From an optimization exercise on the open Yosys and OpenROAD flow, aimed at small area and a short achievable clock period; shortcuts taken in it are not production practice.
RTL that was checked went through simulation tests only; none was proved equivalent to the original.
Power figures rest on the tool's default switching activity, not on a simulated workload.

==> run a <==
## decb_lane
module decb_lane (
    input  wire        clk,
    input  wire        rst,
    input  wire        in_valid,
    input  wire [5:0]  in_frame,    
    input  wire [31:0] in_word,     
    input  wire [2:0]  bk,          
    input  wire [23:0] hi_level,
    input  wire [7:0]  hi_hys,
    input  wire [23:0] hh_level,
    input  wire [7:0]  hh_hys,
    input  wire [1:0]  clr_seen,    
    output reg         out_valid,
    output reg  [31:0] out_word,    
    output wire [1:0]  thr_state,   
    output wire [7:0]  hi_cnt,
    output wire [7:0]  hh_cnt,
    output wire [1:0]  seen         
);
Settings: LEC_CHECK=0, CAP_MARGIN=20, CORE_MARGIN=2, CORE_UTILIZATION=40, SLEW_MARGIN=20; clock period 48.0 ns.
standard.sh (not shown) runs the stock make flow with config.mk's settings and CLKGATE_MAP_FILE= SYNTH_SCRIPT=/design/flow/synth_recipe.tcl, a recipe that flattens the netlist after the stock synthesis.
==> flow/flow/run.sh <==
#!/bin/bash
set -euo pipefail
bash standard.sh "BUFFER_PORTS_ARGS=-buffer_cell sky130_fd_sc_hd__buf_1" "CTS_ARGS=-sink_clustering_enable -repair_clock_nets -dont_use_dummy_load -buf_list sky130_fd_sc_hd__clkbuf_8" finish > standard_make.log 2>&1
==> inputs of run b, as changes to run a <==
--- a/flow/design.v
+++ b/flow/design.v
@@ -12,21 +12,19 @@
     wire [1:0] lo = h[3:2];
     wire [1:0] lu = h[1:0];
     wire signed [23:0] xv = x[23:0];
     wire        [30:0] n;
     decb_add #(31) u_n (.a({r1[29], r1}), .b(~{{7{xv[23]}}, xv}), .ci(1'b1), .s(n), .co());
-    wire        [25:0] ru;
-    decb_add #(26) u_ru (.a(n[30:5]), .b(26'd0), .ci(n[4]), .s(ru), .co());
-    wire               tie = n[4] & ~|n[3:0];
-    wire        [25:0] r   = {ru[25:1], ru[0] & ~tie};
+    wire               tie = ~|n[4:0];
+    wire        [25:0] r   = {n[30:6], n[5] & ~tie};
     wire               ovp = ~r[25] & (r[24] | r[23]);
     wire               ovn = r[25] & ~(r[24] & r[23] & |r[22:0]);
     wire        [23:0] c   = ovp ? 24'h7FFFFF :
                              ovn ? 24'h800001 : r[23:0];
     assign y = {(|ls) | x[26], (|lo) | x[25], (|lu) | x[24], c};
     wire        [24:0] x9h;
-    decb_add #(25) u_x9 (.a({{4{xv[23]}}, xv[23:3]}), .b({xv[23], xv}), .ci(1'b0), .s(x9h), .co());
+    decb_add #(25) u_x9 (.a({{4{xv[23]}}, xv[23:3]}), .b({xv[23], xv}), .ci(1'b1), .s(x9h), .co());
     wire signed [27:0] x9 = {x9h, xv[2:0]};
     wire signed [29:0] sa;
     decb_add #(30) u_sa (.a({r2[28], r2}), .b(ev ? {{2{x9[27]}}, x9} : {{2{xv[23]}}, xv, 4'd0}),
                          .ci(1'b0), .s(sa), .co());
     wire signed [28:0] sb;
@@ -48,11 +46,11 @@
     input  wire [W-1:0] b,
     input  wire         ci,
     output wire [W-1:0] s,
     output wire         co
 );
-    localparam integer L = (W > 1) ? $clog2(W) : 1;
+    localparam integer L = (W > 32) ? 6 : (W > 16) ? 5 : (W > 8) ? 4 : (W > 4) ? 3 : (W > 2) ? 2 : 1;
     wire [W-1:0] p = a ^ b;
     wire [W-1:0] gl [0:2*L];
     wire [W-1:0] tl [0:2*L];
     assign gl[0] = (a & b) | {{(W-1){1'b0}}, (CMP ? (a[0] | b[0]) : p[0]) & ci};
     assign tl[0] = CMP ? (a | b) : p;
@@ -90,38 +88,59 @@
     input  wire        u,            
     input  wire [24:0] mag,          
     input  wire [23:0] level,
     input  wire [7:0]  hys,
     input  wire        clr_seen,
-    output reg         state,
+    output reg         state,        
     output reg  [7:0]  cnt,
     output reg         seen
 );
+    reg         st;
+    always @(posedge clk) begin
+        if (rst)
+            state <= 1'b0;
+        else
+            state <= st;
+    end
     wire [11:0] lim_hi;
     wire        lim_nn;
-    decb_add #(12) u_lim (.a(level[23:12]), .b(~{4'd0, hys}), .ci(1'b1), .s(lim_hi), .co(lim_nn));
-    wire ge_lim, ge_lvl;
-    decb_add #(25, 1) u_cl (.a(mag), .b(~{1'b0, lim_hi, level[11:0]}), .ci(1'b1), .s(), .co(ge_lim));
-    decb_add #(25, 1) u_cv (.a(mag), .b(~{1'b0, level}), .ci(1'b1), .s(), .co(ge_lvl));
-    wire below = lim_nn & ~ge_lim;
-    wire above = o || ge_lvl;
-    wire rise = (level != 24'd0) && !u && !state && above;
-    wire fall = (level != 24'd0) && !u && state && !o && below;
+    decb_add #(12) u_lim (.a(level[23:12]), .b(~{4'd0, hys & {8{st}}}), .ci(1'b1),
+                          .s(lim_hi), .co(lim_nn));
+    wire ge;
+    decb_add #(25, 1) u_ge (.a(mag), .b(~{1'b0, lim_hi, level[11:0]}), .ci(1'b1), .s(), .co(ge));
+    wire above = o || ge;
+    wire below = lim_nn & ~ge;
+    wire rise = (level != 24'd0) && !u && !st && above;
+    wire fall = (level != 24'd0) && !u && st && !o && below;
+    wire       inc = en && rise;
+    wire [8:0] cc;
+    wire [7:0] cnt_nx;
+    assign cc[0] = inc;
+    genvar b;
+    generate
+        for (b = 0; b < 8; b = b + 1) begin : ic
+            assign cnt_nx[b]  = cnt[b] ^ cc[b];
+            assign cc[b + 1] = cnt[b] & cc[b];
+        end
+    endgenerate
+    always @(posedge clk) begin
+        if (rst)
+            cnt <= 8'd0;
+        else
+            cnt <= cnt_nx;
+    end
     always @(posedge clk) begin
         if (rst) begin
-            state <= 1'b0;
-            cnt   <= 8'd0;
+            st    <= 1'b0;
             seen  <= 1'b0;
         end else if (en) begin
             if (level == 24'd0)
-                state <= 1'b0;
+                st <= 1'b0;
             else if (rise)
-                state <= 1'b1;
+                st <= 1'b1;
             else if (fall)
-                state <= 1'b0;
-            if (rise)
-                cnt <= cnt + 8'd1;
+                st <= 1'b0;
             if (rise)
                 seen <= 1'b1;
             else if (clr_seen)
                 seen <= 1'b0;
         end
@@ -145,34 +164,26 @@
     output wire [7:0]  hi_cnt,
     output wire [7:0]  hh_cnt,
     output wire [1:0]  seen         
 );
     localparam [31:0] OFF32 = 32'h0500_0000;
-    localparam [88:0] CLEAN = {83'd0, 2'd3, 2'd0, 2'd3};
+    localparam [88:0] CLEAN = {30'd16, 29'd8, 24'd0, 2'd3, 2'd0, 2'd3};
     reg  [88:0] ring0, ring1, ring2, ring3, ring4, ring5;
     reg  [2:0]  pc;           
     reg         clean_q;      
     reg         rst_q;        
     reg  [26:0] x_q;          
     reg  [4:0]  srct_q;       
-    reg  [5:0]  frame_q;
-    reg  [2:0]  bk_q;
+    reg  [2:0]  t_q;          
+    reg  [2:0]  bk_q;         
     reg  [2:0]  sel;          
     reg         pending;      
     reg         busy;         
     reg         fin;          
     wire        proc = (pending && pc == 3'd0) || busy;
-    wire [5:0] ones;
-    assign ones[0] = frame_q[0];
-    assign ones[1] = ones[0] & frame_q[1];
-    assign ones[2] = ones[1] & frame_q[2];
-    assign ones[3] = ones[2] & frame_q[3];
-    assign ones[4] = ones[3] & frame_q[4];
-    assign ones[5] = ones[4] & frame_q[5];
-    wire [6:0] fire = {ones, 1'b1};
-    wire take = fire[pc];
-    wire ev   = ones[pc];
+    wire take = pc <= t_q;
+    wire ev   = pc < t_q;
     wire [26:0] y;
     wire [88:0] nh;
     decb_halfband u_hb (
         .h  (ring0),
         .x  (x_q),
@@ -202,13 +213,12 @@
             pc      <= (pc == 3'd5) ? 3'd0 : pc + 3'd1;
             if (pc == 3'd5)
                 clean_q <= 1'b0;
         end
     end
-    wire [2:0] bk_eff = (bk_q == 3'd7) ? 3'd6 : bk_q;
-    wire [2:0] nsel   = (bk_eff != sel && fire[bk_eff]) ? bk_eff : sel;
-    wire       dlv    = fire[nsel];
+    wire [2:0] nsel   = (bk_q != sel && bk_q <= t_q) ? bk_q : sel;
+    wire       dlv    = nsel <= t_q;
     wire       we     = dlv && ((proc && pc == nsel) || (fin && nsel == 3'd6));
     always @(posedge clk) begin
         if (rst) begin
             pending   <= 1'b0;
             busy      <= 1'b0;
@@ -237,36 +247,40 @@
             if (we)
                 out_word <= {srct_q, x_q};
         end
     end
     wire hold_in = pending || busy || fin;
+    wire [2:0] t_in = !in_frame[0] ? 3'd0 : !in_frame[1] ? 3'd1 :
+                      !in_frame[2] ? 3'd2 : !in_frame[3] ? 3'd3 :
+                      !in_frame[4] ? 3'd4 : !in_frame[5] ? 3'd5 : 3'd6;
     always @(posedge clk) begin
         if (proc)
             x_q <= y;
         else if (!pending)
             x_q <= in_word[26:0];
         if (!hold_in) begin
             srct_q  <= in_word[31:27];
-            frame_q <= in_frame;
-            bk_q    <= bk;
+            t_q     <= t_in;
+            bk_q    <= {bk[2:1], bk[0] & ~(bk[2] & bk[1])};
         end
     end
-    reg        v1;
+    reg        v1;           
     reg [23:0] hi_level_q, hh_level_q;
     reg [7:0]  hi_hys_q, hh_hys_q;
     reg [1:0]  clr_q;
-    wire [24:0] mag;
-    decb_add #(25) u_mag (.a({1'b0, x_q[23:0] ^ {24{x_q[23]}}}), .b(25'd0), .ci(x_q[23]),
-                          .s(mag), .co());
     always @(posedge clk) begin
         v1         <= in_valid;
         hi_level_q <= hi_level;
         hh_level_q <= hh_level;
         hi_hys_q   <= hi_hys;
         hh_hys_q   <= hh_hys;
         clr_q      <= clr_seen;
     end
+    wire [24:0] mag;
+    decb_add #(25) u_mag (.a({1'b0, x_q[23:0] ^ {24{x_q[23]}}}), .b(25'd0), .ci(x_q[23]),
+                          .s(mag), .co());
+    wire [24:0] mag_n = ~mag;
     decb_thresh u_hi (
         .clk      (clk),
         .rst      (rst_q),
         .en       (v1),
         .o        (x_q[25]),
==> flow/flow/run.sh (replaced) <==
#!/bin/bash
set -euo pipefail
bash standard.sh "BUFFER_PORTS_ARGS=-buffer_cell sky130_fd_sc_hd__buf_1" "CTS_ARGS=-sink_clustering_enable -repair_clock_nets -dont_use_dummy_load -buf_list sky130_fd_sc_hd__clkbuf_8 -root_buf sky130_fd_sc_hd__clkbuf_16 -tree_buf sky130_fd_sc_hd__clkbuf_16 -sink_clustering_size 16 -sink_clustering_max_diameter 60" finish > standard_make.log 2>&1
Settings changed: CORE_UTILIZATION 40 to 65.
==> qor summary <==
|  | run b | run a |
|---|---|---|
| Status | finished clean | finished clean |
| Sink of the worst hold path | ring2[35]$_DFF_P_ | ring3[27]$_DFF_P_ |
| Share of the synthesized area in compound gates (AO/OA/AOI/OAI) | 10.6% | 11.7% |
| Post-Route Skew | 41.4 ps | 67.6 ps |
| Number of flops mapped to enable cells by yosys | 38 | 41 |
| Crit path max fanout | 2 | 5 |
| Clock group | 0.278 mW | 0.385 mW |
| Part of the power in registers | 47.7% | 43.6% |
| Global router's overall resource usage | 28.3% | 19.3% |
| Net count after synthesis | 2541 | 2688 |
| Area fraction of the dominant cell type after synthesis | 53.3% | 51.1% |
| Final net count | 2698 | 2901 |
| Routed length on met2 | 26100 um | 29700 um |
| Number of well taps | 511 | 855 |
| Post-CTS clock slew at the launch and capture registers of the worst setup and hold paths | 90 ps | 60 ps |
| Largest stage delay on the critical path | 370 ps | 400 ps |
| Row count | 71 | 93 |
| Area of the placeable core | 37800 um^2 | 64500 um^2 |
| Worst setup path startpoint | u_hh.cnt[7]$_SDFF_PP0_ | u_hh.state$_SDFFE_PP0P_ |
| Flop-to-flop setup slack | 40750 ps | 40350 ps |
| Sequential element share of the synthesized area | 57.8% | 55.8% |
| Met1 routing resource usage after global routing | 36.8% | 26.3% |
| Post-synthesis mux area share | 1.40% | 2.10% |
| Multi-input combinational area share | 36.1% | 36.8% |
| Portion of the layout cell area used by non-clock buffers | 2.63% | 2.51% |
| Multi-input combinational cell count | 1279 | 1426 |
| Shortest clock period the worst path allows after layout | 10690 ps | 10940 ps |
Function not checked in run a: the RTL went through the layout flow alone.

## afterwards: timing with drivers on the ports
The flow's constraints put no driver on any port. The routed layouts listed below were extracted and timed again, unchanged, in two steps.
Step 1 assumes that a clkbuf_16 drives the clock port and a buf_2 every other input.
Step 2, shift: input delay + t, output delay - t, t = (earliest + latest rising clock arrival at the registers) / 2. This alone moves slack from input paths to output paths.
Slacks: no drivers / after step 1 / after step 2; pairs: no drivers / after step 1.
run	t (ns)	setup slack, ns	latest minus earliest clock arrival (ns)
run a	0.720	37.061 / 37.004 / 37.712	0.080 / 0.080
run b	0.612	37.308 / 37.247 / 37.647	0.042 / 0.042
After both steps every run listed still meets setup and hold.
